Context: an optimization exercise on an open-source flow, tuned for small area, a short achievable clock period and few clock cycles per item. The choices shown serve that exercise and are no tape-out recipe. Only simulation tests tie the RTL to the original design; equivalence was not proved.

===== flow/design.v =====
module seal_sbox_top (
    input  wire [7:0] a,
    output wire [3:0] n
);
    wire U0 = a[7], U1 = a[6], U2 = a[5], U3 = a[4], U4 = a[3], U5 = a[2], U6 = a[1], U7 = a[0];
    wire T1, T2, T3, T4, T5, T6, T7, T8, T9, T10, T11, T12, T13, T14, T15, T16, T17, T18, T19, T20, T21, T22, T23, T24, T25, T26, T27, M1, M2, M3, M4, M5, M6, M7, M8, M9, M10, M11, M12, M13, M14, M15, M16, M17, M18, M19, M20, M21, M22, M23, M24, M25, M26, M27, M28, M29, M30, M31, M32, M33, M34, M35, M36, M37, M38, M39, M40;
    assign T1 = U0 ^ U3;
    assign T2 = U0 ^ U5;
    assign T3 = U0 ^ U6;
    assign T4 = U3 ^ U5;
    assign T5 = U4 ^ U6;
    assign T6 = T1 ^ T5;
    assign T7 = U1 ^ U2;
    assign T8 = U7 ^ T6;
    assign T9 = U7 ^ T7;
    assign T10 = T6 ^ T7;
    assign T11 = U1 ^ U5;
    assign T12 = U2 ^ U5;
    assign T13 = T3 ^ T4;
    assign T14 = T6 ^ T11;
    assign T15 = T5 ^ T11;
    assign T16 = T5 ^ T12;
    assign T17 = T9 ^ T16;
    assign T18 = U3 ^ U7;
    assign T19 = T7 ^ T18;
    assign T20 = T1 ^ T19;
    assign T21 = U6 ^ U7;
    assign T22 = T7 ^ T21;
    assign T23 = T2 ^ T22;
    assign T24 = T2 ^ T10;
    assign T25 = T20 ^ T17;
    assign T26 = T3 ^ T16;
    assign T27 = T1 ^ T12;
    assign M1 = T13 & T6;
    assign M2 = T23 & T8;
    assign M3 = T14 ^ M1;
    assign M4 = T19 & U7;
    assign M5 = M4 ^ M1;
    assign M6 = T3 & T16;
    assign M7 = T22 & T9;
    assign M8 = T26 ^ M6;
    assign M9 = T20 & T17;
    assign M10 = M9 ^ M6;
    assign M11 = T1 & T15;
    assign M12 = T4 & T27;
    assign M13 = M12 ^ M11;
    assign M14 = T2 & T10;
    assign M15 = M14 ^ M11;
    assign M16 = M3 ^ M2;
    assign M17 = M5 ^ T24;
    assign M18 = M8 ^ M7;
    assign M19 = M10 ^ M15;
    assign M20 = M16 ^ M13;
    assign M21 = M17 ^ M15;
    assign M22 = M18 ^ M13;
    assign M23 = M19 ^ T25;
    assign M24 = M22 ^ M23;
    assign M25 = M22 & M20;
    assign M26 = M21 ^ M25;
    assign M27 = M20 ^ M21;
    assign M28 = M23 ^ M25;
    assign M29 = M28 & M27;
    assign M30 = M26 & M24;
    assign M31 = M20 & M23;
    assign M32 = M27 & M31;
    assign M33 = M27 ^ M25;
    assign M34 = M21 & M22;
    assign M35 = M24 & M34;
    assign M36 = M24 ^ M25;
    assign M37 = M21 ^ M29;
    assign M38 = M32 ^ M33;
    assign M39 = M23 ^ M30;
    assign M40 = M35 ^ M36;
    assign n = {M37, M38, M39, M40};
endmodule
module seal_sbox_bot (
    input  wire [7:0] a,
    input  wire [3:0] n,
    output wire [7:0] y
);
    wire U0 = a[7], U1 = a[6], U2 = a[5], U3 = a[4], U4 = a[3], U5 = a[2], U6 = a[1], U7 = a[0];
    wire M37 = n[3], M38 = n[2], M39 = n[1], M40 = n[0];
    wire T1, T2, T3, T4, T5, T6, T7, T8, T9, T10, T11, T12, T13, T15, T16, T17, T18, T19, T20, T21, T22, T23, T27, M41, M42, M43, M44, M45, M46, M47, M48, M49, M50, M51, M52, M53, M54, M55, M56, M57, M58, M59, M60, M61, M62, M63, L0, L1, L2, L3, L4, L5, L6, L7, L8, L9, L10, L11, L12, L13, L14, L15, L16, L17, L18, L19, L20, L21, L22, L23, L24, L25, L26, L27, L28, L29, S0, S1, S2, S3, S4, S5, S6, S7;
    assign T1 = U0 ^ U3;
    assign T2 = U0 ^ U5;
    assign T3 = U0 ^ U6;
    assign T4 = U3 ^ U5;
    assign T5 = U4 ^ U6;
    assign T6 = T1 ^ T5;
    assign T7 = U1 ^ U2;
    assign T8 = U7 ^ T6;
    assign T9 = U7 ^ T7;
    assign T10 = T6 ^ T7;
    assign T11 = U1 ^ U5;
    assign T12 = U2 ^ U5;
    assign T13 = T3 ^ T4;
    assign T15 = T5 ^ T11;
    assign T16 = T5 ^ T12;
    assign T17 = T9 ^ T16;
    assign T18 = U3 ^ U7;
    assign T19 = T7 ^ T18;
    assign T20 = T1 ^ T19;
    assign T21 = U6 ^ U7;
    assign T22 = T7 ^ T21;
    assign T23 = T2 ^ T22;
    assign T27 = T1 ^ T12;
    assign M41 = M38 ^ M40;
    assign M42 = M37 ^ M39;
    assign M43 = M37 ^ M38;
    assign M44 = M39 ^ M40;
    assign M45 = M42 ^ M41;
    assign M46 = M44 & T6;
    assign M47 = M40 & T8;
    assign M48 = M39 & U7;
    assign M49 = M43 & T16;
    assign M50 = M38 & T9;
    assign M51 = M37 & T17;
    assign M52 = M42 & T15;
    assign M53 = M45 & T27;
    assign M54 = M41 & T10;
    assign M55 = M44 & T13;
    assign M56 = M40 & T23;
    assign M57 = M39 & T19;
    assign M58 = M43 & T3;
    assign M59 = M38 & T22;
    assign M60 = M37 & T20;
    assign M61 = M42 & T1;
    assign M62 = M45 & T4;
    assign M63 = M41 & T2;
    assign L0 = M61 ^ M62;
    assign L1 = M50 ^ M56;
    assign L2 = M46 ^ M48;
    assign L3 = M47 ^ M55;
    assign L4 = M54 ^ M58;
    assign L5 = M49 ^ M61;
    assign L6 = M62 ^ L5;
    assign L7 = M46 ^ L3;
    assign L8 = M51 ^ M59;
    assign L9 = M52 ^ M53;
    assign L10 = M53 ^ L4;
    assign L11 = M60 ^ L2;
    assign L12 = M48 ^ M51;
    assign L13 = M50 ^ L0;
    assign L14 = M52 ^ M61;
    assign L15 = M55 ^ L1;
    assign L16 = M56 ^ L0;
    assign L17 = M57 ^ L1;
    assign L18 = M58 ^ L8;
    assign L19 = M63 ^ L4;
    assign L20 = L0 ^ L1;
    assign L21 = L1 ^ L7;
    assign L22 = L3 ^ L12;
    assign L23 = L18 ^ L2;
    assign L24 = L15 ^ L9;
    assign L25 = L6 ^ L10;
    assign L26 = L7 ^ L9;
    assign L27 = L8 ^ L10;
    assign L28 = L11 ^ L14;
    assign L29 = L11 ^ L17;
    assign S0 = L6 ^ L24;
    assign S1 = ~(L16 ^ L26);
    assign S2 = ~(L19 ^ L28);
    assign S3 = L6 ^ L21;
    assign S4 = L20 ^ L22;
    assign S5 = L25 ^ L29;
    assign S6 = ~(L13 ^ L27);
    assign S7 = ~(L6 ^ L23);
    assign y = {S0, S1, S2, S3, S4, S5, S6, S7};
endmodule
module seal_engine (
    input  wire         clk,
    input  wire         rst,
    input  wire         in_valid,
    output wire         in_ready,
    input  wire [127:0] in_key,
    input  wire [16:0]  in_line,
    input  wire [255:0] in_data,
    output reg          out_valid,
    output wire [255:0] out_data
);
    reg         run;         
    reg [5:0]   cnt;         
    reg         fin1;        
    reg         pv;          
    reg [127:0] state;       
    reg [127:0] mu;          
    reg [63:0]  mi;          
    reg [127:0] t0, t1;      
    reg [127:0] rk;          
    reg [15:0]  km;          
    reg [31:0]  kw3;         
    reg  stok;                   
    reg  load1;                  
    reg  mid0;                   
    reg  mid1;                   
    reg  fin0;                   
    reg  last;                   
    reg  kfirst;                 
    reg  kstep;                  
    wire start = pv && stok;
    assign in_ready = mid1;
    assign out_data = {t0, t1};
    wire [31:0] k1w3   = (start || mid0) ? kw3 : rk[31:0];
    wire [31:0] k2w3   = kfirst ? kw3 : rk[31:0];
    wire [127:0] kin   = kfirst ? in_key : rk;
    wire [31:0] k1rot = {k1w3[23:0], k1w3[31:24]};
    wire [31:0] k2rot = {k2w3[23:0], k2w3[31:24]};
    wire [15:0] km_next;
    wire [31:0] sub_rot;
    genvar gi;
    generate
        for (gi = 0; gi < 4; gi = gi + 1) begin : g_ksbox
            seal_sbox_top u_top (.a(k1rot[8*gi +: 8]), .n(km_next[4*gi +: 4]));
            seal_sbox_bot u_bot (.a(k2rot[8*gi +: 8]), .n(km[4*gi +: 4]),
                                 .y(sub_rot[8*gi +: 8]));
        end
    endgenerate
    reg [7:0] rcon;
    always @(*) begin
        case (cnt)
            6'd0,  6'd20: rcon = 8'h01;
            6'd2,  6'd22: rcon = 8'h02;
            6'd4,  6'd24: rcon = 8'h04;
            6'd6,  6'd26: rcon = 8'h08;
            6'd8,  6'd28: rcon = 8'h10;
            6'd10, 6'd30: rcon = 8'h20;
            6'd12, 6'd32: rcon = 8'h40;
            6'd14, 6'd34: rcon = 8'h80;
            6'd16, 6'd36: rcon = 8'h1b;
            default:      rcon = 8'h36;
        endcase
    end
    wire [31:0] w0 = kin[127:96];
    wire [31:0] w1 = kin[95:64];
    wire [31:0] w2 = kin[63:32];
    wire [31:0] w3 = kin[31:0];
    wire [31:0] f  = sub_rot ^ {rcon, 24'h0};
    wire [127:0] rkn = {w0 ^ f, (w0 ^ w1) ^ f, (w0 ^ w1 ^ w2) ^ f, (w0 ^ w1 ^ w2 ^ w3) ^ f};
    wire [63:0] mi_next;
    generate
        for (gi = 0; gi < 16; gi = gi + 1) begin : g_top
            seal_sbox_top u_top (.a(state[8*gi +: 8]), .n(mi_next[4*gi +: 4]));
        end
    endgenerate
    wire [127:0] sb;
    generate
        for (gi = 0; gi < 16; gi = gi + 1) begin : g_bot
            seal_sbox_bot u_bot (.a(mu[8*gi +: 8]), .n(mi[4*gi +: 4]), .y(sb[8*gi +: 8]));
        end
    endgenerate
    wire [127:0] sr;
    generate
        for (gi = 0; gi < 16; gi = gi + 1) begin : g_shift
            localparam integer R = gi % 4;
            localparam integer C = gi / 4;
            localparam integer SRC = R + 4 * ((C + R) % 4);
            assign sr[127-8*gi -: 8] = sb[127-8*SRC -: 8];
        end
    endgenerate
    function [7:0] xtime;
        input [7:0] a;
        xtime = {a[6:0], 1'b0} ^ (a[7] ? 8'h1b : 8'h00);
    endfunction
    wire [127:0] mc;
    generate
        for (gi = 0; gi < 4; gi = gi + 1) begin : g_mix
            wire [7:0] a0 = sr[127-32*gi -: 8];
            wire [7:0] a1 = sr[119-32*gi -: 8];
            wire [7:0] a2 = sr[111-32*gi -: 8];
            wire [7:0] a3 = sr[103-32*gi -: 8];
            assign mc[127-32*gi -: 8] = xtime(a0 ^ a1) ^ a1 ^ a2 ^ a3;
            assign mc[119-32*gi -: 8] = xtime(a1 ^ a2) ^ a0 ^ a2 ^ a3;
            assign mc[111-32*gi -: 8] = xtime(a2 ^ a3) ^ a0 ^ a1 ^ a3;
            assign mc[103-32*gi -: 8] = xtime(a3 ^ a0) ^ a0 ^ a1 ^ a2;
        end
    endgenerate
    wire [127:0] out = (last ? sr : mc) ^ rk;
    wire [127:0] xk = {110'b0, load1, in_line} ^ in_key;
    wire [127:0] pk = (mid0 ? in_data[255:128] : in_data[127:0]) ^ in_key;
    always @(posedge clk) begin
        kw3 <= in_key[31:0];
        km  <= km_next;
        mu  <= state;
        mi  <= mi_next;
        if (start || load1)
            state <= xk;
        else if (mid0 || mid1)
            state <= out ^ pk;
        else
            state <= out;
        if (kstep)
            rk <= rkn;
        if (mid0)
            t0 <= out;
        else if (fin0)
            t0 <= out ^ t0;
        if (mid1)
            t1 <= out;
        else if (fin1)
            t1 <= out ^ t1;
    end
    reg       run_n;
    reg [5:0] cnt_n;
    always @(*) begin
        run_n = run;
        cnt_n = cnt;
        if (rst) begin
            run_n = 1'b0;
            cnt_n = 6'd0;
        end else if (start) begin
            run_n = 1'b1;
            cnt_n = 6'd0;
        end else if (fin0) begin
            run_n = 1'b0;
            cnt_n = 6'd0;
        end else if (run) begin
            cnt_n = cnt + 6'd1;
        end
    end
    always @(posedge clk) begin
        run    <= run_n;
        cnt    <= cnt_n;
        stok   <= !run_n || (cnt_n == 6'd39);
        load1  <= run_n && (cnt_n == 6'd0);
        mid0   <= run_n && (cnt_n == 6'd19);
        mid1   <= run_n && (cnt_n == 6'd20);
        fin0   <= run_n && (cnt_n == 6'd39);
        last   <= run_n && ((cnt_n == 6'd19) || (cnt_n == 6'd20) || (cnt_n == 6'd39))
                  || (fin0 && !rst);
        kfirst <= run_n && ((cnt_n == 6'd0) || (cnt_n == 6'd20));
        kstep  <= run_n && !cnt_n[0] && (cnt_n <= 6'd38);
        if (rst) begin
            fin1      <= 1'b0;
            pv        <= 1'b0;
            out_valid <= 1'b0;
        end else begin
            pv        <= in_valid && !in_ready;
            fin1      <= fin0;
            out_valid <= fin1;
        end
    end
endmodule

===== flow/flow/run.sh =====
#!/bin/bash
# Own layout flow: the standard synthesis, then the combinational logic of
# its netlist is mapped again to the standard cells with flow/remap.abc (the
# registers stay the standard synthesis's cells, with their names), then the standard flow's
# standard layout from floorplan to finish on that netlist.
set -euo pipefail
W=$(pwd)
R=$W/orfs/results/$FLOW_PLATFORM/seal_engine/base
LIB=$FLOW_HOME/platforms/$FLOW_PLATFORM/lib/sky130_fd_sc_hd__tt_025C_1v80.lib
YOSYS=$(command -v yosys || echo /OpenROAD-flow-scripts/tools/install/yosys/bin/yosys)

bash standard.sh synth > std_synth.log 2>&1

cp $R/1_2_yosys.v $W/std_1_2_yosys.v
# registers and tie cells stay as they are: blackbox stubs for their types
SEQ=$(grep -oE 'sky130_fd_sc_hd__[a-z0-9_]+' $W/std_1_2_yosys.v | sort -u \
      | grep -E '__(df|edf|sdf|sedf|dl|conb)' | sed 's/^/=/' | tr '\n' ' ')
cat > $W/remap.ys <<EOT
read_liberty -lib $LIB
select $SEQ
write_verilog -blackboxes -selected $W/remap_stubs.v
design -reset
read_liberty -wb -ignore_miss_func $LIB
read_verilog -lib -overwrite $W/remap_stubs.v
read_verilog $W/std_1_2_yosys.v
hierarchy -check -top $FLOW_TOP
flatten -wb
opt_clean -purge
tee -o $W/remap_before.txt stat
abc -script $W/flow/remap.abc -liberty $LIB -dont_use *lpflow* -dont_use *probe* -constr $W/remap.constr -D 11000
opt_clean -purge
hilomap -singleton -hicell sky130_fd_sc_hd__conb_1 HI -locell sky130_fd_sc_hd__conb_1 LO
splitnets
opt_clean -purge
rename -hide w:* i:* %d o:* %d
tee -o $W/remap_stat.txt stat -liberty $LIB
write_verilog -noattr -noexpr -nohex -nodec $R/1_2_yosys.v
EOT
printf 'set_driving_cell sky130_fd_sc_hd__buf_1\nset_load 5\n' > $W/remap.constr
$YOSYS -l $W/remap_yosys.log -q -s $W/remap.ys > /dev/null 2>&1
$YOSYS -l $W/remap_check.log -q -p "read_liberty -lib $LIB; read_verilog $R/1_2_yosys.v; hierarchy -check -top $FLOW_TOP; check -assert" > /dev/null 2>&1
rm -f $R/1_synth.odb $R/1_synth.sdc

bash standard.sh > std_finish.log 2>&1

===== flow/flow/remap.abc =====
strash
dc2
&get -n
&st
&dch -f
&nf
&put
buffer -c
upsize -c
dnsize -c

===== flow/standard.sh =====
#!/bin/bash
# synth_recipe.tcl (not shown) runs the flow's synth.tcl, then flattens the netlist and writes it again
# the make line also repeats each setting of config.mk as NAME=value (left out here)
make -C /OpenROAD-flow-scripts/flow DESIGN_CONFIG=/design/flow/config.mk WORK_HOME=/design/flow/orfs CLKGATE_MAP_FILE= SYNTH_SCRIPT=/design/flow/synth_recipe.tcl "${@:-finish}"

===== flow/config.mk =====
export PLATFORM = sky130hd
export DESIGN_NAME = seal_engine
export DESIGN_NICKNAME = seal_engine
export VERILOG_FILES = /design/flow/design.v
export SDC_FILE = /design/flow/constraint.sdc
export NUM_CORES = 4
export LEC_CHECK = 0
export ABC_AREA = 1
export CAP_MARGIN = 20
export CORE_MARGIN = 2
export CORE_UTILIZATION = 40
export SLEW_MARGIN = 20

===== flow/constraint.sdc =====
create_clock -name core_clock -period 11.0 [get_ports {clk}]
set_input_delay 2.2000 -clock core_clock [delete_from_list [all_inputs] [get_ports {clk}]]
set_output_delay 2.2000 -clock core_clock [all_outputs]
set_load 0.01 [all_outputs]

==> key figures, run 1 <==
Placed design
  • Port Buffers: about 660
  • DP Wirelength: 171.5 mm
  • DP Area: a little over 70,000 sq um
  • Final RePlAce weighted congestion: around 0.94

Setup path
  • Crit Path Category: reg2reg
  • CP Capture Type: flop
  • WP data required: approximately 11,000 ps
  • Reg-to-reg endpoint: rk[31]
  • Worst reg2reg setup slack: 5390 ps
  • Critical path startpoint category: flop
  • Critical path fanouts, max: between 50 and 60
  • Worst r2r path cells: 14
  • FF-to-FF Start: kfirst
  • Crit path DAT: between 6000 and 7000 ps

Logic synthesis
  • Synthesis Warnings: 1
  • Post-Synthesis Cells: a little over 6,000
  • Synth Cell Area: between 60,000 and 70,000 sq um
  • Avg Cell Area, Syn: between 10 and 15 sq um
  • Syn nets: roughly 6,600

Flow run
  • # Max-Cap Violations: 0

Final layout
  • Commonest non-fill, non-tap cell in the layout: xnor2_1
  • Most frequent cells in the layout: xnor2_1, xor2_1, clkdlybuf4s50_1, nor2_1
  • Fill cells: 14,500
  • Final #Nets: 7,177
  • Post-route cell area: 74,020 sq um
  • Share of layout cells above drive strength 1: under 10%
  • Layout area overhead: 19.15%

Clock network
  • Clk sinks: ~780
  • Clock root buffer: clkbuf_16
  • Post-CTS sizing: 0
  • Clock buffer count from CTS: 92
  • CTS tree: built
  • Hold Buf Count CTS: 0
  • CTS H-tree lvls: 3
  • Worst skew pair latency: approximately 750 ps
  • CTS clk-pin slew, worst paths: ~60 ps
  • Setup Buffers After CTS: 0
  • Max Buffers Root-to-Sink: 3

Timing
  • Final period utilization: around 50%
  • Worst-Margin Slew: between 1000 and 1500 ps
  • Worst slew margin: a little under a quarter
  • Maximum clock rate: 178.4 MHz
  • Fin Setup TNS: 0 ps
  • RSZ-0062 raised after global routing: no
  • Hold Violations, Final: 0
  • Slew Limit Fails: 0
  • Tmin final: ~5600 ps
  • Final number of setup-violating endpoints: 0
  • Worst clock skew: approximately 50 ps

Routing
  • Post-route DRC: 0
  • DRT iter0 DRCs: 3,424
  • Via Count: around 44,000
  • First-pass iteration count of the detailed router: 7
  • Total Wirelength: between 200 and 250 mm
  • Routed WL per cell: 23.69 um
  • Post-route ant nets: 0
  • Vias per Instance: approximately 5

Die
  • # IOs: roughly 660
  • Starting Density: 40.28%
  • Cell Rows: 144
  • Height of the die: 398.1 um
  • Std-Cell Core Area: roughly 150,000 sq um
  • Die W: between 300 and 400 um
  • DIE AREA: about 160,000 sq um

Global routing
  • First-pass GRT wire length: 301.6 mm
  • Vias in the first global route: 43,870
  • Largest net degree at the start of global routing: roughly 90
  • Initial antenna violation count: 14
  • Total Routing Usage GR: between 20% and 30%
  • GRT overflow: 0

Worst hold path
  • Worst Hold Class: reg2reg
  • Hold EP: mu[59]
  • HP Start: state[59]
  • Hold depth: 0

Run status
  • Status: timing/DRC/antenna clean
[how the worst max path moves through the flow]
stage,startpoint,endpoint,depth (start not counted)
after CTS,kfirst,rk[31],14
after detailed placement,kfirst,rk[31],14
after global routing,kfirst,rk[31],14
after global placement,kfirst,rk[31],14
final,kfirst,rk[31],14
after floorplan,mu[72],t0[17],12
[state kept, by name, summed over array words and instances, names as in the netlist, 6 cells and up]
| name | cells |
|---|---|
| cnt | 6 |
| rk | 128 |
| state | 128 |
| rcon | 8 |
| kw3 | 32 |
| km | 16 |
| mu | 128 |
| mi | 64 |
| t1 | 128 |
| t0 | 128 |
[cell type report]
cell class                 instances  area (sq um)  area share, %
antenna                            4         10.01        0.01352
clock buffer                     130          2630          3.553
clock inverter                    43         490.5         0.6626
inverter                          52         195.2         0.2637
multi-input combinational       5158         41850          56.53
sequential                       778         19440          26.26
tap                             2044          2557          3.455
timing repair buffer             691          6854          9.259
[per-stage QoR]
step	utilization [%]	std cells	setup slack (ps)	hold WS, ps
after detailed placement	45.97	8723	5499	356.3
after global routing	47.99	8896	5014	372.1
after CTS	47.99	8896	5451	366.3
final	48.00	8900	5394	364.1
after global placement	45.96	8723	5618	351.2
after floorplan	-	6169	7032	329.0
[worst max-delay path, cell delays in order, from the launching register on]
cell and delay, ps:
dfxtp_4 500, buf_4 650, buf_4 800, nor2b_1 130, a21oi_1 430, xor2_1 380, nand2_1 140, xor2_1 360
xnor2_1 190, xor2_1 180, xnor2_1 400, xnor2_1 230, xor2_1 520, xor2_1 290, xnor2_1 100
[metal layers]
metal  vias to the layer above  track usage [%]  share of wire, %
met2                      1356            42.31                46
li1                      21320                -                 -
met1                     21450            35.36                44
met5                         -                0             0.020
met3                       235            3.629               6.4
met4                         6            8.881               3.5
Testbench counts, summed over its fixed seeds: cycles 15,384, lines 384.
==> run 2: changes to the inputs <==
--- a/flow/design.v
+++ b/flow/design.v
@@ -1,6 +1,7 @@
 module seal_sbox_top (
     input  wire [7:0] a,
-    output wire [3:0] n
+    output wire [3:0] n,
+    output wire [4:0] t
 );
     wire U0 = a[7], U1 = a[6], U2 = a[5], U3 = a[4], U4 = a[3], U5 = a[2], U6 = a[1], U7 = a[0];
     wire T1, T2, T3, T4, T5, T6, T7, T8, T9, T10, T11, T12, T13, T14, T15, T16, T17, T18, T19, T20, T21, T22, T23, T24, T25, T26, T27, M1, M2, M3, M4, M5, M6, M7, M8, M9, M10, M11, M12, M13, M14, M15, M16, M17, M18, M19, M20, M21, M22, M23, M24, M25, M26, M27, M28, M29, M30, M31, M32, M33, M34, M35, M36, M37, M38, M39, M40;
@@ -72,15 +73,18 @@
     assign M39 = M23 ^ M30;
     assign M40 = M35 ^ M36;
     assign n = {M37, M38, M39, M40};
+    assign t = {T8, T10, T17, T20, T23};
 endmodule
 module seal_sbox_bot (
     input  wire [7:0] a,
     input  wire [3:0] n,
+    input  wire [4:0] t,
     output wire [7:0] y
 );
     wire U0 = a[7], U1 = a[6], U2 = a[5], U3 = a[4], U4 = a[3], U5 = a[2], U6 = a[1], U7 = a[0];
     wire M37 = n[3], M38 = n[2], M39 = n[1], M40 = n[0];
-    wire T1, T2, T3, T4, T5, T6, T7, T8, T9, T10, T11, T12, T13, T15, T16, T17, T18, T19, T20, T21, T22, T23, T27, M41, M42, M43, M44, M45, M46, M47, M48, M49, M50, M51, M52, M53, M54, M55, M56, M57, M58, M59, M60, M61, M62, M63, L0, L1, L2, L3, L4, L5, L6, L7, L8, L9, L10, L11, L12, L13, L14, L15, L16, L17, L18, L19, L20, L21, L22, L23, L24, L25, L26, L27, L28, L29, S0, S1, S2, S3, S4, S5, S6, S7;
+    wire T8 = t[4], T10 = t[3], T17 = t[2], T20 = t[1], T23 = t[0];
+    wire T1, T2, T3, T4, T5, T6, T7, T9, T11, T12, T13, T15, T16, T18, T19, T21, T22, T27, M41, M42, M43, M44, M45, M46, M47, M48, M49, M50, M51, M52, M53, M54, M55, M56, M57, M58, M59, M60, M61, M62, M63, L0, L1, L2, L3, L4, L5, L6, L7, L8, L9, L10, L11, L12, L13, L14, L15, L16, L17, L18, L19, L20, L21, L22, L23, L24, L25, L26, L27, L28, L29, S0, S1, S2, S3, S4, S5, S6, S7;
     assign T1 = U0 ^ U3;
     assign T2 = U0 ^ U5;
     assign T3 = U0 ^ U6;
@@ -88,21 +92,16 @@
     assign T5 = U4 ^ U6;
     assign T6 = T1 ^ T5;
     assign T7 = U1 ^ U2;
-    assign T8 = U7 ^ T6;
     assign T9 = U7 ^ T7;
-    assign T10 = T6 ^ T7;
     assign T11 = U1 ^ U5;
     assign T12 = U2 ^ U5;
     assign T13 = T3 ^ T4;
     assign T15 = T5 ^ T11;
     assign T16 = T5 ^ T12;
-    assign T17 = T9 ^ T16;
     assign T18 = U3 ^ U7;
     assign T19 = T7 ^ T18;
-    assign T20 = T1 ^ T19;
     assign T21 = U6 ^ U7;
     assign T22 = T7 ^ T21;
-    assign T23 = T2 ^ T22;
     assign T27 = T1 ^ T12;
     assign M41 = M38 ^ M40;
     assign M42 = M37 ^ M39;
@@ -181,15 +180,14 @@
     reg         run;         
     reg [5:0]   cnt;         
     reg         fin1;        
-    reg         pv;          
     reg [127:0] state;       
     reg [127:0] mu;          
-    reg [63:0]  mi;          
+    reg [143:0] mi;          
     reg [127:0] t0, t1;      
     reg [127:0] rk;          
-    reg [15:0]  km;          
+    reg [35:0]  km;          
+    reg [31:0]  ku;          
     reg [31:0]  kw3;         
-    reg  stok;                   
     reg  load1;                  
     reg  mid0;                   
     reg  mid1;                   
@@ -197,22 +195,22 @@
     reg  last;                   
     reg  kfirst;                 
     reg  kstep;                  
-    wire start = pv && stok;
+    reg  start;                  
+    reg  ksel;                   
     assign in_ready = mid1;
     assign out_data = {t0, t1};
-    wire [31:0] k1w3   = (start || mid0) ? kw3 : rk[31:0];
-    wire [31:0] k2w3   = kfirst ? kw3 : rk[31:0];
+    wire [31:0] k1w3   = ksel ? kw3 : rk[31:0];
     wire [127:0] kin   = kfirst ? in_key : rk;
     wire [31:0] k1rot = {k1w3[23:0], k1w3[31:24]};
-    wire [31:0] k2rot = {k2w3[23:0], k2w3[31:24]};
-    wire [15:0] km_next;
+    wire [35:0] km_next;
     wire [31:0] sub_rot;
     genvar gi;
     generate
         for (gi = 0; gi < 4; gi = gi + 1) begin : g_ksbox
-            seal_sbox_top u_top (.a(k1rot[8*gi +: 8]), .n(km_next[4*gi +: 4]));
-            seal_sbox_bot u_bot (.a(k2rot[8*gi +: 8]), .n(km[4*gi +: 4]),
-                                 .y(sub_rot[8*gi +: 8]));
+            seal_sbox_top u_top (.a(k1rot[8*gi +: 8]), .n(km_next[9*gi +: 4]),
+                                 .t(km_next[9*gi+4 +: 5]));
+            seal_sbox_bot u_bot (.a(ku[8*gi +: 8]), .n(km[9*gi +: 4]),
+                                 .t(km[9*gi+4 +: 5]), .y(sub_rot[8*gi +: 8]));
         end
     endgenerate
     reg [7:0] rcon;
@@ -236,16 +234,18 @@
     wire [31:0] w3 = kin[31:0];
     wire [31:0] f  = sub_rot ^ {rcon, 24'h0};
     wire [127:0] rkn = {w0 ^ f, (w0 ^ w1) ^ f, (w0 ^ w1 ^ w2) ^ f, (w0 ^ w1 ^ w2 ^ w3) ^ f};
-    wire [63:0] mi_next;
+    wire [143:0] mi_next;
     generate
         for (gi = 0; gi < 16; gi = gi + 1) begin : g_top
-            seal_sbox_top u_top (.a(state[8*gi +: 8]), .n(mi_next[4*gi +: 4]));
+            seal_sbox_top u_top (.a(state[8*gi +: 8]), .n(mi_next[9*gi +: 4]),
+                                 .t(mi_next[9*gi+4 +: 5]));
         end
     endgenerate
     wire [127:0] sb;
     generate
         for (gi = 0; gi < 16; gi = gi + 1) begin : g_bot
-            seal_sbox_bot u_bot (.a(mu[8*gi +: 8]), .n(mi[4*gi +: 4]), .y(sb[8*gi +: 8]));
+            seal_sbox_bot u_bot (.a(mu[8*gi +: 8]), .n(mi[9*gi +: 4]), .t(mi[9*gi+4 +: 5]),
+                                 .y(sb[8*gi +: 8]));
         end
     endgenerate
     wire [127:0] sr;
@@ -274,30 +274,27 @@
             assign mc[103-32*gi -: 8] = xtime(a3 ^ a0) ^ a0 ^ a1 ^ a2;
         end
     endgenerate
-    wire [127:0] out = (last ? sr : mc) ^ rk;
+    wire [127:0] pk;
+    wire [127:0] kx  = mid0 || mid1 ? rk ^ pk : rk;
+    wire [127:0] out = (last ? sr : mc) ^ kx;
     wire [127:0] xk = {110'b0, load1, in_line} ^ in_key;
-    wire [127:0] pk = (mid0 ? in_data[255:128] : in_data[127:0]) ^ in_key;
+    assign pk = (mid0 ? in_data[255:128] : in_data[127:0]) ^ in_key;
     always @(posedge clk) begin
         kw3 <= in_key[31:0];
         km  <= km_next;
+        ku  <= k1rot;
         mu  <= state;
         mi  <= mi_next;
         if (start || load1)
             state <= xk;
-        else if (mid0 || mid1)
-            state <= out ^ pk;
         else
             state <= out;
         if (kstep)
             rk <= rkn;
-        if (mid0)
-            t0 <= out;
-        else if (fin0)
-            t0 <= out ^ t0;
-        if (mid1)
-            t1 <= out;
-        else if (fin1)
-            t1 <= out ^ t1;
+        if (mid0 || fin0)
+            t0 <= out ^ (mid0 ? pk : t0);
+        if (mid1 || fin1)
+            t1 <= out ^ (mid1 ? pk : t1);
     end
     reg       run_n;
     reg [5:0] cnt_n;
@@ -320,7 +317,6 @@
     always @(posedge clk) begin
         run    <= run_n;
         cnt    <= cnt_n;
-        stok   <= !run_n || (cnt_n == 6'd39);
         load1  <= run_n && (cnt_n == 6'd0);
         mid0   <= run_n && (cnt_n == 6'd19);
         mid1   <= run_n && (cnt_n == 6'd20);
@@ -329,12 +325,13 @@
                   || (fin0 && !rst);
         kfirst <= run_n && ((cnt_n == 6'd0) || (cnt_n == 6'd20));
         kstep  <= run_n && !cnt_n[0] && (cnt_n <= 6'd38);
+        start  <= !rst && in_valid && !in_ready && (!run_n || (cnt_n == 6'd39));
+        ksel   <= !rst && in_valid && !in_ready && (!run_n || (cnt_n == 6'd39))
+                  || run_n && (cnt_n == 6'd19);
         if (rst) begin
             fin1      <= 1'b0;
-            pv        <= 1'b0;
             out_valid <= 1'b0;
         end else begin
-            pv        <= in_valid && !in_ready;
             fin1      <= fin0;
             out_valid <= fin1;
         end
--- a/flow/flow/run.sh
+++ b/flow/flow/run.sh
@@ -41,4 +41,4 @@
 $YOSYS -l $W/remap_check.log -q -p "read_liberty -lib $LIB; read_verilog $R/1_2_yosys.v; hierarchy -check -top $FLOW_TOP; check -assert" > /dev/null 2>&1
 rm -f $R/1_synth.odb $R/1_synth.sdc
 
-bash standard.sh > std_finish.log 2>&1
+bash standard.sh SETUP_SLACK_MARGIN=6.8 finish > std_finish.log 2>&1
==> run 2 against run 1 <==
First-iteration DRC count up 24%. Via count up 5.5%. Fmax increased by 34%. Non-clock buffer count up 14. Setup slack gained 1400 ps. Critical endpoint is now rk[13].
==> key figures, run 2 <==
Run status
  • Status: timing/DRC/antenna clean

Setup path
  • Largest stage delay on the critical path: about 640 ps
  • WP data required: about 11,000 ps
  • Crit path max-delay family: XOR/XNOR gates
  • CP cell instances: clkdlybuf4s50_1 -> mux2i_1 -> xnor2_1 -> xnor2_1 -> xnor2_2 -> xnor2_1
  • Worst r2r path cells: 11
  • Crit Path Category: in2reg
  • Critical path fanouts, max: 3
  • Reg-to-reg endpoint: state[35]
  • CP Capture Type: flop
  • Critical path startpoint category: input pin
  • Worst path most repeated cell: xnor2_1
  • Crit path DAT: ~4700 ps
  • WP buf/inv: 1
  • FF-to-FF Start: mu[64]
  • Worst reg2reg setup slack: around 6800 ps
  • Slowest CP cell: clkdlybuf4s50_1

Placed design
  • Port Buffers: ~660
  • DP Wirelength: roughly 180 mm
  • Final RePlAce weighted congestion: between 0.9 and 1
  • DP Area: around 73,000 sq um
  • Post-Place Cells: between 9,000 and 10,000

Final layout
  • Commonest non-fill, non-tap cell in the layout: xnor2_1
  • Fin cells: around 9,300
  • Most frequent cells in the layout: xnor2_1, xor2_1, nand2_1, clkdlybuf4s50_1, dfxtp_1
  • Max reg flops: approximately 140
  • Post-route cell area: 78,060 sq um
  • Final #Nets: roughly 7,500
  • Top reg by flops: mi
  • Layout area overhead: 21.42%
  • Share of layout cells above drive strength 1: under 10%

Global routing
  • Initial antenna violation count: 10
  • Total Routing Usage GR: 26.68%
  • Largest net degree at the start of global routing: 150
  • Vias in the first global route: between 40,000 and 50,000
  • GRT overflow: 0
  • First-pass GRT wire length: between 300 and 400 mm

Clock network
  • Worst skew pair latency: 740 ps
  • Clk sinks: 910
  • Clock buffer count from CTS: between 100 and 150
  • Max Buffers Root-to-Sink: 3
  • CTS tree: built
  • CTS H-tree lvls: 3
  • Clock root buffer: clkbuf_16
  • CTS clk-pin slew, worst paths: roughly 70 ps
  • Hold Buf Count CTS: 0

Die
  • Height of the die: 404.9 um
  • DIE AREA: around 160,000 sq um
  • Starting Density: 40.18%
  • Die W: 404.9 um
  • # IOs: approximately 660
  • Cell Rows: approximately 150
  • Std-Cell Core Area: ~160,000 sq um

Timing
  • Hold Violations, Final: 0
  • Final period utilization: between 30% and 40%
  • Slew Limit Fails: 0
  • Worst clock skew: 32.31 ps
  • Min Hold Slack: 362.1 ps
  • Worst-Margin Slew: between 1000 and 1500 ps
  • Fin Setup TNS: 0 ps
  • Maximum clock rate: between 200 and 250 MHz
  • RSZ-0062 raised after global routing: yes
  • Tmin final: roughly 4200 ps
  • Worst slew margin: 24.60%
  • Final number of setup-violating endpoints: 0

Routing
  • First-pass iteration count of the detailed router: 5
  • Routed WL per cell: ~24 um
  • DRT iter0 DRCs: 4,230
  • Total Wirelength: approximately 220 mm
  • Post-route DRC: 0
  • Vias per Instance: approximately 5.1
  • Via Count: 46,820
  • Post-route ant nets: 0

Logic synthesis
  • Avg Cell Area, Syn: ~10 sq um
  • Synth Cell Area: 64,290 sq um
  • Post-Synthesis Cells: roughly 6,400
  • Synthesis Warnings: 1
  • Syn nets: roughly 6,800

Worst hold path
  • Worst Hold Class: reg2reg
  • Hold depth: 0
  • HP Start: state[99]
  • Hold EP: mu[99]

Flow run
  • # Max-Cap Violations: 0
[run 2: how the worst max path moves through the flow]
stage	start	endpoint	slack [ps]	depth (start not counted)
2_1_floorplan	rst	last	6860	9
3_3_place_gp	in_key[118]	rk[22]	5470	7
3_5_place_dp	in_key[110]	rk[14]	5490	8
4_1_cts	mu[112]	t0[21]	6690	10
5_1_grt	mu[112]	t0[12]	6690	11
6_report	in_key[109]	rk[13]	6810	6
[run 2: metrics by stage]
stage / worst slack [ps] / utilization (%)
4_1_cts: 6694 / 48.28
6_report: 6808 / 48.78
3_3_place_gp: 5470 / 45.72
5_1_grt: 6691 / 48.78
3_5_place_dp: 5489 / 45.73
2_1_floorplan: 6858 / -
[run 2: routing by layer]
| layer | GRT usage [%] | share of wire (%) |
|---|---|---|
| met5 | 0 | 0.023 |
| met4 | 7.515 | 2.8 |
| met3 | 3.707 | 6.5 |
| met2 | 43.36 | 46 |
| met1 | 36.89 | 45 |
[run 2: final cells by class]
| class | count | area (sq um) |
|---|---|---|
| well taps | 2086 | 2610 |
| fillers | 15010 | 81950 |
| multi-input cells | 5235 | 42110 |
| clock buffers | 147 | 3203 |
| diodes | 4 | 10.01 |
| clock inverters | 56 | 588.1 |
| repair buffers | 705 | 7048 |
| inverters | 110 | 412.9 |
| flip-flops and latches | 910 | 22080 |
[run 2: timing repair]
action / in CTS / in global routing
buffers inserted: 6 / 4
endpoints found under the setup margin: 108 / 251
gates cloned: 0 / 0
gates resized for setup: 43 / 114
pin swaps: 3 / 8
Testbench counts of run 2, summed over its fixed seeds: cycles 15,384, lines 384.
==> run 3: changes to the inputs <==
--- a/flow/design.v
+++ b/flow/design.v
@@ -275,7 +275,7 @@
         end
     endgenerate
     wire [127:0] pk;
-    wire [127:0] kx  = mid0 || mid1 ? rk ^ pk : rk;
+    wire [127:0] kx  = rk ^ (fin0 ? t0 : fin1 ? t1 : 128'b0);
     wire [127:0] out = (last ? sr : mc) ^ kx;
     wire [127:0] xk = {110'b0, load1, in_line} ^ in_key;
     assign pk = (mid0 ? in_data[255:128] : in_data[127:0]) ^ in_key;
@@ -288,13 +288,13 @@
         if (start || load1)
             state <= xk;
         else
-            state <= out;
+            state <= out ^ (mid0 || mid1 ? pk : 128'b0);
         if (kstep)
             rk <= rkn;
         if (mid0 || fin0)
-            t0 <= out ^ (mid0 ? pk : t0);
+            t0 <= out;
         if (mid1 || fin1)
-            t1 <= out ^ (mid1 ? pk : t1);
+            t1 <= out;
     end
     reg       run_n;
     reg [5:0] cnt_n;
==> run 3 against run 2 <==
Register-to-register slack worse by 30 ps. Largest cell class unchanged. Clock skew is 1.1 ps higher. Global-route usage is 0.28 points higher. Sequential share of layout area is 0.59 points higher. Via count is 4.6% lower. Final cell count is 6.2% lower. Hold slack better by 1.0 ps. Design area is 2.0% lower. First-iteration DRC count is 11% lower. Setup slack worse by 8.5 ps. Core utilization is 0.35 points higher. Still clean on timing, DRC and antenna.
==> key figures, run 3 <==
Run status
  • Status: timing/DRC/antenna clean

Clock network
  • Clock root buffer: clkbuf_16
  • Max Buffers Root-to-Sink: 3
  • CTS clk-pin slew, worst paths: around 70 ps
  • CTS H-tree lvls: 3
  • Worst skew pair latency: between 700 and 800 ps
  • Clock buffer count from CTS: a little over 100
  • Clk sinks: just over 900
  • CTS tree: built
  • Hold Buf Count CTS: 0

Die
  • Height of the die: about 400 um
  • Starting Density: 40.18%
  • DIE AREA: 159,500 sq um
  • Cell Rows: roughly 150
  • Die W: 399.4 um
  • Std-Cell Core Area: 155,700 sq um
  • # IOs: between 600 and 700

Logic synthesis
  • Synth Cell Area: roughly 63,000 sq um
  • Avg Cell Area, Syn: roughly 11 sq um
  • Post-Synthesis Cells: slightly below 6,000
  • Syn nets: around 6,300
  • Synthesis Warnings: 1

Routing
  • Total Wirelength: between 200 and 250 mm
  • Via Count: ~45,000
  • Vias per Instance: about 5.1
  • Post-route DRC: 0
  • Routed WL per cell: 25.55 um
  • First-pass iteration count of the detailed router: 5
  • DRT iter0 DRCs: between 3,000 and 4,000
  • Post-route ant nets: 0

Timing
  • Tmin final: 4200 ps
  • Fin Setup TNS: 0 ps
  • Worst-Margin Slew: ~1100 ps
  • Slew Limit Fails: 0
  • Final number of setup-violating endpoints: 0
  • Worst slew margin: around a quarter
  • Maximum clock rate: about 240 MHz
  • RSZ-0062 raised after global routing: yes
  • Final period utilization: between 30% and 40%
  • Hold Violations, Final: 0
  • Worst clock skew: 33.37 ps

Final layout
  • Most frequent cells in the layout: xnor2_1, xor2_1, clkdlybuf4s50_1, dfxtp_1, nor2_1
  • Max reg flops: between 100 and 150
  • Area of the multi-input gates: a little over 40,000 sq um
  • Fin util: between 40% and 50%
  • Final #Nets: ~6,900
  • Post-route cell area: 76,480 sq um
  • Share of layout cells above drive strength 1: 9.820%
  • Fill cells: 14,150
  • Reg area: 22,080 sq um
  • Commonest non-fill, non-tap cell in the layout: xnor2_1
  • Top reg by flops: mi
  • Layout area overhead: 22.27%

Worst hold path
  • Worst Hold Class: reg2reg

Setup path
  • Critical path fanouts, max: 4
  • Crit path DAT: ~5000 ps
  • WP data required: 11,660 ps
  • CP cell instances: xnor3_1 -> or2_1 -> xnor2_1 -> xnor3_2 -> xor2_2 -> xnor2_1 -> xnor2_1 -> xnor3_1 -> mux2i_1 -> xnor2_1 -> xor2_1 -> o21ai_1
  • Crit Path Category: reg2reg
  • Worst path most repeated cell: xnor2_1
  • Largest stage delay on the critical path: around 460 ps
  • Slowest CP cell: xnor3_1
  • Critical path startpoint category: flop
  • CP Capture Type: flop

Global routing
  • GRT overflow: 0
  • First-pass GRT wire length: 310.7 mm
  • Total Routing Usage GR: about 27%
  • Vias in the first global route: ~44,000
  • Initial antenna violation count: 12
  • Largest net degree at the start of global routing: about 150

Placed design
  • Final RePlAce weighted congestion: approximately 0.97
  • DP Area: 71,440 sq um
  • DP Wirelength: around 180 mm
  • Port Buffers: around 660

Flow run
  • # Max-Cap Violations: 0
[run 3: metal layers]
metal  vias up  wire length [um]  GRT usage (%)
li1      21020                 -              -
met1     21850             96660          37.07
met2      1588            103200          44.09
met3       212             15760          3.922
met4         4              6071          7.458
met5         -                25              0
[run 3: layout make-up]
cell class | count | area share [%]
timing repair buffer | 720 | 9.313
multi-input combinational | 4696 | 53.09
clock buffer | 149 | 4.223
clock inverter | 46 | 0.6364
antenna | 3 | 0.009816
inverter | 98 | 0.4876
tap | 2058 | 3.367
sequential | 910 | 28.88
[run 3: path summary, 6_finish.rpt]
path / startpoint / to / slack, ps / cells after the start
hold reg to reg: state[27] / mu[27] / 360 / 0
setup / recovery: mu[32] / state[13] / 6800 / 12
hold / removal: state[27] / mu[27] / 360 / 0
setup reg to reg: mu[32] / state[13] / 6800 / 12
[run 3: timing repair]
action / in CTS / in global routing
resized for setup: 49 / 128
setup endpoints to repair: 61 / 114
endpoints found under the hold margin: 0 / 0
buffers inserted: 2 / 25
pin swaps: 1 / 18
cloned: 0 / 0
[run 3: stage by stage]
step | cells | hold slack [ps] | setup WS, ps
final | 8680 | 363.1 | 6800
after global routing | 8677 | 378.6 | 6670
after CTS | 8652 | 368.6 | 6748
after detailed placement | 8455 | 361.4 | 5710
after global placement | 8455 | 365.2 | 5770
after floorplan | 5867 | 329.0 | 7177
[run 3: worst max-delay path, delay by kind of cell, from the launching register on]
family | cells | cell delay, ps
xor+xnor | 9 | 2900
mux | 1 | 460
flops | 1 | 350
simple gates | 1 | 270
compound gates | 1 | 150
Testbench counts of run 3, summed over its fixed seeds: cycles 15,384, lines 384.
==> run 4: changes to the inputs <==
--- a/flow/config.mk
+++ b/flow/config.mk
@@ -8,5 +8,5 @@
 export ABC_AREA = 1
 export CAP_MARGIN = 20
 export CORE_MARGIN = 2
-export CORE_UTILIZATION = 40
+export CORE_UTILIZATION = 50
 export SLEW_MARGIN = 20
==> run 4 against run 3 <==
Sequential cell count unchanged. Highest routed layer is now met4. Critical path depth decreased by 3. Still clean on timing, DRC and antenna. Final cell count shrank 4.9%. Die area is 20% lower. Synthesized cell count unchanged. Non-clock buffer count shrank 1.
==> key figures, run 4 <==
Global routing
  • Largest net degree at the start of global routing: around 130
  • Initial antenna violation count: 7
  • First-pass GRT wire length: ~300 mm
  • Vias in the first global route: between 40,000 and 50,000
  • GRT overflow: 0
  • Total Routing Usage GR: roughly a third

Final layout
  • Max reg flops: ~140
  • Share of layout cells above drive strength 1: under 10%
  • Fill cells: approximately 10,000
  • Commonest non-fill, non-tap cell in the layout: xnor2_1
  • Most frequent cells in the layout: xnor2_1, xor2_1, clkdlybuf4s50_1, dfxtp_1, nor2_1
  • Final #Nets: around 6,900
  • Layout area overhead: 21.05%
  • Top reg by flops: mi

Timing
  • Slew Limit Fails: 0
  • Final period utilization: roughly 38%
  • Setup WS post-layout: slightly below 7000 ps
  • Final number of setup-violating endpoints: 0
  • Worst clock skew: between 30 and 40 ps
  • Worst-Margin Slew: between 1000 and 1500 ps
  • Fin Setup TNS: 0 ps
  • Tmin final: between 4000 and 5000 ps
  • Worst slew margin: 24.00%
  • Maximum clock rate: 239.8 MHz
  • RSZ-0062 raised after global routing: yes
  • Hold Violations, Final: 0

Placed design
  • Final RePlAce weighted congestion: 0.9657
  • DP Wirelength: approximately 170 mm
  • Port Buffers: about 660
  • Pre-CTS setup slack: approximately 5500 ps

Flow run
  • # Max-Cap Violations: 0

Setup path
  • Crit Path Category: in2reg
  • Largest stage delay on the critical path: roughly 470 ps
  • Reg-to-reg endpoint: state[76]
  • CP cell instances: clkdlybuf4s50_1 -> mux2i_1 -> xnor2_1 -> xnor2_1 -> xnor2_2 -> buf_4 -> xnor2_2 -> xnor2_2 -> xnor2_1
  • Worst r2r path cells: 13
  • WP data required: ~11,000 ps
  • Slowest CP cell: clkdlybuf4s50_1
  • Crit. Startpoint: in_key[115]
  • CP Capture Type: flop
  • Crit path DAT: about 4600 ps
  • FF-to-FF Start: mu[8]
  • Worst setup path endpoint: rk[19]
  • Critical path fanouts, max: 4
  • Worst reg2reg setup slack: 6860 ps
  • Critical path startpoint category: input pin

Routing
  • DRT iter0 DRCs: about 3,800
  • Via Count: approximately 45,000
  • Vias per Instance: 5.413
  • First-pass iteration count of the detailed router: 6
  • Post-route DRC: 0
  • Total Wirelength: 211.6 mm
  • Post-route ant nets: 0
  • Routed WL per cell: 25.64 um

Clock network
  • Clk sinks: slightly above 900
  • Clock buffer count from CTS: around 100
  • CTS clk-pin slew, worst paths: about 60 ps
  • Max Buffers Root-to-Sink: 3
  • CTS H-tree lvls: 3
  • CTS tree: built
  • Clock root buffer: clkbuf_16
  • Worst skew pair latency: between 700 and 800 ps

Die
  • Starting Density: between 50% and 60%
  • Height of the die: about 360 um
  • DIE AREA: between 100,000 and 150,000 sq um
  • # IOs: between 600 and 700
  • Std-Cell Core Area: ~120,000 sq um
  • Cell Rows: 129
  • Die W: ~360 um

Logic synthesis
  • Synth Cell Area: between 60,000 and 70,000 sq um
  • Syn nets: about 6,300
  • Synthesis Warnings: 1
  • Post-Synthesis Cells: just under 6,000
  • Avg Cell Area, Syn: between 10 and 15 sq um

Worst hold path
  • Worst Hold Class: reg2reg

Run status
  • Status: timing/DRC/antenna clean
run 4: per-stage QoR:
stage                     hold WS [ps]  util, %  cell area (sq um)  std cells
after floorplan                  329.0        -              62550       5867
after global placement           357.2    57.22              70930       8037
after detailed placement         358.8    57.22              70930       8037
after CTS                        367.4    60.35              74800       8234
after global routing             373.9    61.08              75710       8254
final                            365.0    61.08              75710       8255
run 4: final cells by class:
type | instances | area (sq um) | share of cell area [%]
Antenna cell | 1 | 2.502 | 0.003305
Clock buffer | 146 | 3144 | 4.153
Clock inverter | 48 | 430.4 | 0.5685
Inverter | 98 | 370.4 | 0.4892
Multi-Input combinational cell | 4696 | 40520 | 53.51
Sequential cell | 910 | 22080 | 29.16
Tap cell | 1637 | 2048 | 2.705
Timing Repair Buffer | 719 | 7122 | 9.407
run 4: worst min path at each step:
stage | start | endpoint | slack [ps] | depth (start not counted)
finish | state[19] | mu[19] | 360 | 0
global route | state[19] | mu[19] | 370 | 0
CTS | state[19] | mu[19] | 370 | 0
detailed placement | state[19] | mu[19] | 360 | 0
global placement | state[19] | mu[19] | 360 | 0
floorplan | state[103] | mu[103] | 330 | 0
run 4: what timing repair did:
action | 4_1_cts | 5_1_grt
pin swaps | 5 | 17
setup endpoints to repair | 57 | 112
resized for setup | 47 | 124
hold buffers | 0 | 0
buffers inserted | 3 | 20
run 4: worst max-delay path: cells and delay by family:
family	cells	cell delay (ps)
buffers and inverters	2	650
muxes	1	390
xor gates and xnor gates	6	1360
run 4: per-layer routing:
layer  GRT usage [%]  routed length [um]  share of wire (%)  vias up
met3           4.631               15240                7.2      247
met5               0                   0                  0        -
met4           9.021                6584                3.1        0
met1           44.98               92940                 44    21750
li1                -                   -                  -    21020
met2           52.01               96860                 46     1669
==> run 5: changes to the inputs <==
--- a/flow/config.mk
+++ b/flow/config.mk
@@ -8,5 +8,5 @@
 export ABC_AREA = 1
 export CAP_MARGIN = 20
 export CORE_MARGIN = 2
-export CORE_UTILIZATION = 50
+export CORE_UTILIZATION = 60
 export SLEW_MARGIN = 20
==> run 5 against run 4 <==
Core utilization grew 12 points. Via count grew 1.2%. Sequential cell count stayed put. First-iteration DRC count up 3.8%. Global-route usage grew 4.2 points. Register-to-register slack lost 60 ps. Wire length shrank 5.6%. Fmax shrank 0.64%. Hold slack worse by 0.71 ps. Critical path depth rose by 3. Critical path type is now reg2reg. Critical endpoint is now state[108].
==> key figures, run 5 <==
Routing
  • First-pass iteration count of the detailed router: 8
  • Routed WL per cell: 25.00 um
  • Total Wirelength: 199.9 mm
  • Post-route DRC: 0
  • Post-route ant nets: 0
  • DRT iter0 DRCs: slightly below 4,000
  • Via Count: about 45,000
  • Vias per Instance: between 5 and 6

Setup path
  • Crit path DAT: about 4800 ps
  • Worst reg2reg setup slack: 6800 ps
  • CP Capture Type: flop
  • Critical path startpoint category: flop
  • Crit Path Category: reg2reg
  • WP data required: 11,550 ps
  • FF-to-FF Start: mu[40]
  • Crit. Startpoint: mu[40]
  • Critical path fanouts, max: 4
  • Worst r2r path cells: 12
  • Reg-to-reg endpoint: state[108]
  • Worst setup path endpoint: state[108]

Logic synthesis
  • Synthesis Warnings: 1
  • Avg Cell Area, Syn: ~11 sq um
  • Syn nets: around 6,300
  • Synth Cell Area: roughly 63,000 sq um
  • Post-Synthesis Cells: 5,867

Timing
  • Slew Limit Fails: 0
  • Fin Setup TNS: 0 ps
  • Hold Violations, Final: 0
  • Min Hold Slack: 364.3 ps
  • Maximum clock rate: 238.3 MHz
  • Worst clock skew: around 32 ps
  • Worst-Margin Slew: between 900 and 1000 ps
  • RSZ-0062 raised after global routing: yes
  • Tmin final: approximately 4200 ps
  • Worst slew margin: about a third
  • Final number of setup-violating endpoints: 0
  • Final period utilization: between 30% and 40%

Final layout
  • Fin cells: approximately 8,000
  • Commonest non-fill, non-tap cell in the layout: xnor2_1
  • Fin util: around 73%
  • Most frequent cells in the layout: xnor2_1, xor2_1, clkdlybuf4s50_1, dfxtp_1, nor2_1
  • Top reg by flops: mi
  • Share of layout cells above drive strength 1: 9.215%
  • Post-route cell area: 75,260 sq um
  • Max reg flops: between 100 and 150
  • Final #Nets: 6,927
  • Layout area overhead: 20.33%

Placed design
  • DP Wirelength: approximately 160 mm
  • Port Buffers: about 660
  • Final RePlAce weighted congestion: between 0.9 and 1
  • Post-Place Cells: ~7,800
  • DP Area: 70,590 sq um

Clock network
  • Clock root buffer: clkbuf_16
  • Max Buffers Root-to-Sink: 3
  • CTS H-tree lvls: 3
  • Worst skew pair latency: 710 ps
  • Clk sinks: 910
  • CTS tree: built
  • Clock buffer count from CTS: between 90 and 100
  • CTS clk-pin slew, worst paths: 60 ps

Global routing
  • Largest net degree at the start of global routing: just under 80
  • Total Routing Usage GR: 36.32%
  • Vias in the first global route: ~44,000
  • First-pass GRT wire length: between 200 and 300 mm
  • Initial antenna violation count: 9
  • GRT overflow: 0

Die
  • DIE AREA: approximately 110,000 sq um
  • # IOs: 662
  • Cell Rows: approximately 120
  • Height of the die: ~330 um
  • Die W: between 300 and 400 um
  • Starting Density: about three fifths
  • Std-Cell Core Area: ~100,000 sq um

Flow run
  • # Max-Cap Violations: 0

Run status
  • Status: timing/DRC/antenna clean

Worst hold path
  • Worst Hold Class: reg2reg
  • HP Start: state[91]
-- run 5: what timing repair did --
item	in CTS	in global routing
resized for setup	35	116
gates cloned	0	0
endpoints found under the setup margin	46	100
setup buffers	1	21
hold buffers	0	0
pin swaps	5	21
-- run 5: how the worst min path moves through the flow --
| stage | endpoint | depth (start not counted) |
|---|---|---|
| after floorplan | mu[103] | 0 |
| after global placement | mu[59] | 0 |
| after detailed placement | mu[59] | 0 |
| after CTS | mu[59] | 0 |
| after global routing | mu[91] | 0 |
| final | mu[91] | 0 |
-- run 5: cell type report --
type / count / area [sq um]
clock inverter: 53 / 605.6
timing repair buffer: 718 / 7094
clock buffer: 134 / 2868
sequential: 910 / 22080
inverter: 98 / 370.4
fill: 7628 / 28230
antenna: 5 / 12.51
tap: 1380 / 1727
multi-input combinational: 4696 / 40510
-- run 5: through the flow --
| step | worst slack [ps] |
|---|---|
| global route | 6721 |
| detailed placement | 5893 |
| finish | 6804 |
| CTS | 6706 |
| global placement | 5930 |
| floorplan | 7177 |
-- run 5: worst max-delay path, stage by stage (launching register included) --
cell and delay, ps:
dfxtp_1 340, xnor3_1 450, or2_2 360, xor2_1 290, xnor3_1 280, xnor3_1 520
xnor2_2 190, xnor3_1 290, xnor3_1 220, mux2_2 300, xnor2_2 320, xor2_1 150
a21oi_2 360
-- run 5: layer usage --
metal / wire length (um) / global-route usage [%]
met5: 38 / 0
met4: 8664 / 14.49
met3: 17380 / 6.625
met2: 92580 / 58.88
met1: 81200 / 48.25
==> run 6: changes to the inputs <==
==> flow/flow/remap.abc (replaced) <==
&get -n
&st
&dch -f
&nf
&put
--- a/flow/config.mk
+++ b/flow/config.mk
@@ -8,5 +8,5 @@
 export ABC_AREA = 1
 export CAP_MARGIN = 20
 export CORE_MARGIN = 2
-export CORE_UTILIZATION = 60
+export CORE_UTILIZATION = 50
 export SLEW_MARGIN = 20
==> run 6 against run 5 <==
Still clean. Core utilization is 10 points lower. Die area rose by 15%. Fmax decreased by 0.41%. Non-clock buffer count fell by 5. Critical path type unchanged. Critical endpoint is now state[64].
==> key figures, run 6 <==
Global routing
  • Initial antenna violation count: 11
  • Largest net degree at the start of global routing: ~130
  • Total Routing Usage GR: a little under a third
  • GRT overflow: 0
  • First-pass GRT wire length: between 200 and 300 mm
  • Vias in the first global route: between 40,000 and 50,000

Final layout
  • Commonest non-fill, non-tap cell in the layout: xnor2_1
  • Top reg by flops: mi
  • Final #Nets: 7,013
  • Most frequent cells in the layout: xnor2_1, xor2_1, clkdlybuf4s50_1, dfxtp_1, nor2_1
  • Share of layout cells above drive strength 1: approximately 7.0%
  • Fin util: about 63%
  • Max reg flops: 144
  • Layout area overhead: 23.98%

Setup path
  • CP Capture Type: flop
  • Worst path most repeated cell: xor2_1
  • Critical path fanouts, max: 4
  • Crit Path Category: reg2reg
  • WP data required: approximately 12,000 ps
  • Largest stage delay on the critical path: 450 ps
  • CP cell instances: xnor3_1 -> or2_0 -> xor2_1 -> xor2_1 -> xnor2_2 -> xnor2_2 -> xnor2_1 -> xnor2_1 -> mux2i_1 -> xor2_1 -> xor2_1 -> a21oi_1
  • Critical path startpoint category: flop
  • Crit path DAT: ~4700 ps
  • Slowest CP cell: xnor3_1

Clock network
  • Hold Buf Count CTS: 0
  • Worst skew pair latency: 700 ps
  • CTS tree: built
  • Clk sinks: approximately 900
  • CTS H-tree lvls: 3
  • CTS clk-pin slew, worst paths: 60 ps
  • Clock buffer count from CTS: just over 100
  • Max Buffers Root-to-Sink: 3
  • Clock root buffer: clkbuf_16

Routing
  • Total Wirelength: approximately 200 mm
  • DRT iter0 DRCs: about 3,200
  • Via Count: approximately 44,000
  • Vias per Instance: around 5.3
  • Post-route ant nets: 0
  • Post-route DRC: 0
  • Routed WL per cell: 23.70 um
  • First-pass iteration count of the detailed router: 5

Placed design
  • Port Buffers: 661
  • Final RePlAce weighted congestion: a little under 1
  • DP Wirelength: around 160 mm

Die
  • Height of the die: 350.1 um
  • Std-Cell Core Area: between 100,000 and 150,000 sq um
  • Die W: between 300 and 400 um
  • Starting Density: just over 50%
  • Cell Rows: around 130
  • # IOs: approximately 660
  • DIE AREA: between 100,000 and 150,000 sq um

Timing
  • Slew Limit Fails: 0
  • RSZ-0062 raised after global routing: yes
  • Fin Setup TNS: 0 ps
  • Final number of setup-violating endpoints: 0
  • Tmin final: 4213 ps
  • Worst clock skew: about 31 ps
  • Final period utilization: a little under two fifths
  • Hold Violations, Final: 0
  • Worst slew margin: around a quarter
  • Maximum clock rate: 237.3 MHz
  • Worst-Margin Slew: 1128 ps

Run status
  • Status: timing/DRC/antenna clean

Logic synthesis
  • Post-Synthesis Cells: slightly below 6,000
  • Syn nets: between 6,000 and 7,000
  • Synth Cell Area: between 50,000 and 60,000 sq um
  • Avg Cell Area, Syn: slightly above 10 sq um
  • Synthesis Warnings: 1

Worst hold path
  • Worst Hold Class: reg2reg

Flow run
  • # Max-Cap Violations: 0
==> run 6: path summary, 6_finish.rpt <==
kind	cells past startpoint	slack [ps]	start	endpoint
worst min-delay path	0	370	state[67]	mu[67]
worst max-delay path	12	6790	mu[96]	state[64]
worst max register to register	12	6790	mu[96]	state[64]
worst min register to register	0	370	state[67]	mu[67]
==> run 6: what timing repair did <==
item,CTS,global route
cloned,0,0
buffers inserted,0,18
setup endpoints to repair,191,194
pin swaps,0,16
gates resized for setup,122,180
==> run 6: stage by stage <==
stage	hold slack, ps	setup slack (ps)	instance area [sq um]	cells
after global placement	359.7	6040	68830	8087
after floorplan	348.7	6957	59920	5792
after CTS	369.2	6526	72940	8280
after detailed placement	359.4	6065	68830	8087
final	370.1	6787	74250	8299
after global routing	371.3	6611	74250	8299
==> run 6: area by class of cell <==
| cell class | count | area, sq um |
|---|---|---|
| antenna | 1 | 2.502 |
| inverter | 67 | 254.0 |
| clock buffer | 149 | 3062 |
| tap | 1600 | 2002 |
| fill | 9895 | 44150 |
| timing repair buffer | 713 | 7044 |
| clock inverter | 44 | 412.9 |
| sequential | 910 | 22080 |
| multi-input combinational | 4815 | 39390 |
==> run 6: critical path: cells and delay by family (launching register included) <==
family          cells  cell delay (ps)
compound gates      1              420
xor+xnor            9             2580
mux                 1              440
simple gates        1              280
flops               1              330
==> run 6: layer usage <==
metal | track usage, % | vias up | routed length, um
li1 | - | 21070 | -
met1 | 40.99 | 21140 | 84080
met2 | 53.26 | 1260 | 94840
met3 | 4.623 | 246 | 11220
met4 | 9.236 | 4 | 6544
met5 | 0 | - | 30

-- afterwards: timing with drivers on the ports --
The flow's constraints put no driver on any port. The routed layouts listed below were extracted and timed again, unchanged, in two steps. Step 1 assumes that a clkbuf_16 drives the clock port and a buf_2 every other input. Step 2 moves the port delays by t, midway between the first and last clock arrival at a register: inputs arrive t later, outputs are due t later. That takes back most of the time a late clock gives input paths. Slacks: ideal ports / drivers / drivers and shift; pairs: ideal ports / drivers.
run	t (ns)	setup slack, ns	cell pins on the clock port's net
run 1	0.803	5.394 / 5.394 / 5.394	1
run 2	0.805	6.808 / 6.801 / 6.049	1
run 3	0.801	6.800 / 6.800 / 6.063	1
run 4	0.788	6.831 / 6.859 / 6.083	1
run 5	0.774	6.804 / 6.804 / 6.089	1
run 6	0.766	6.787 / 6.787 / 6.154	1
After both steps setup and hold are still met in every run listed. The setup slack of run 2, which loses most, moves by -0.007 ns with the drivers and by -0.759 ns with both steps.
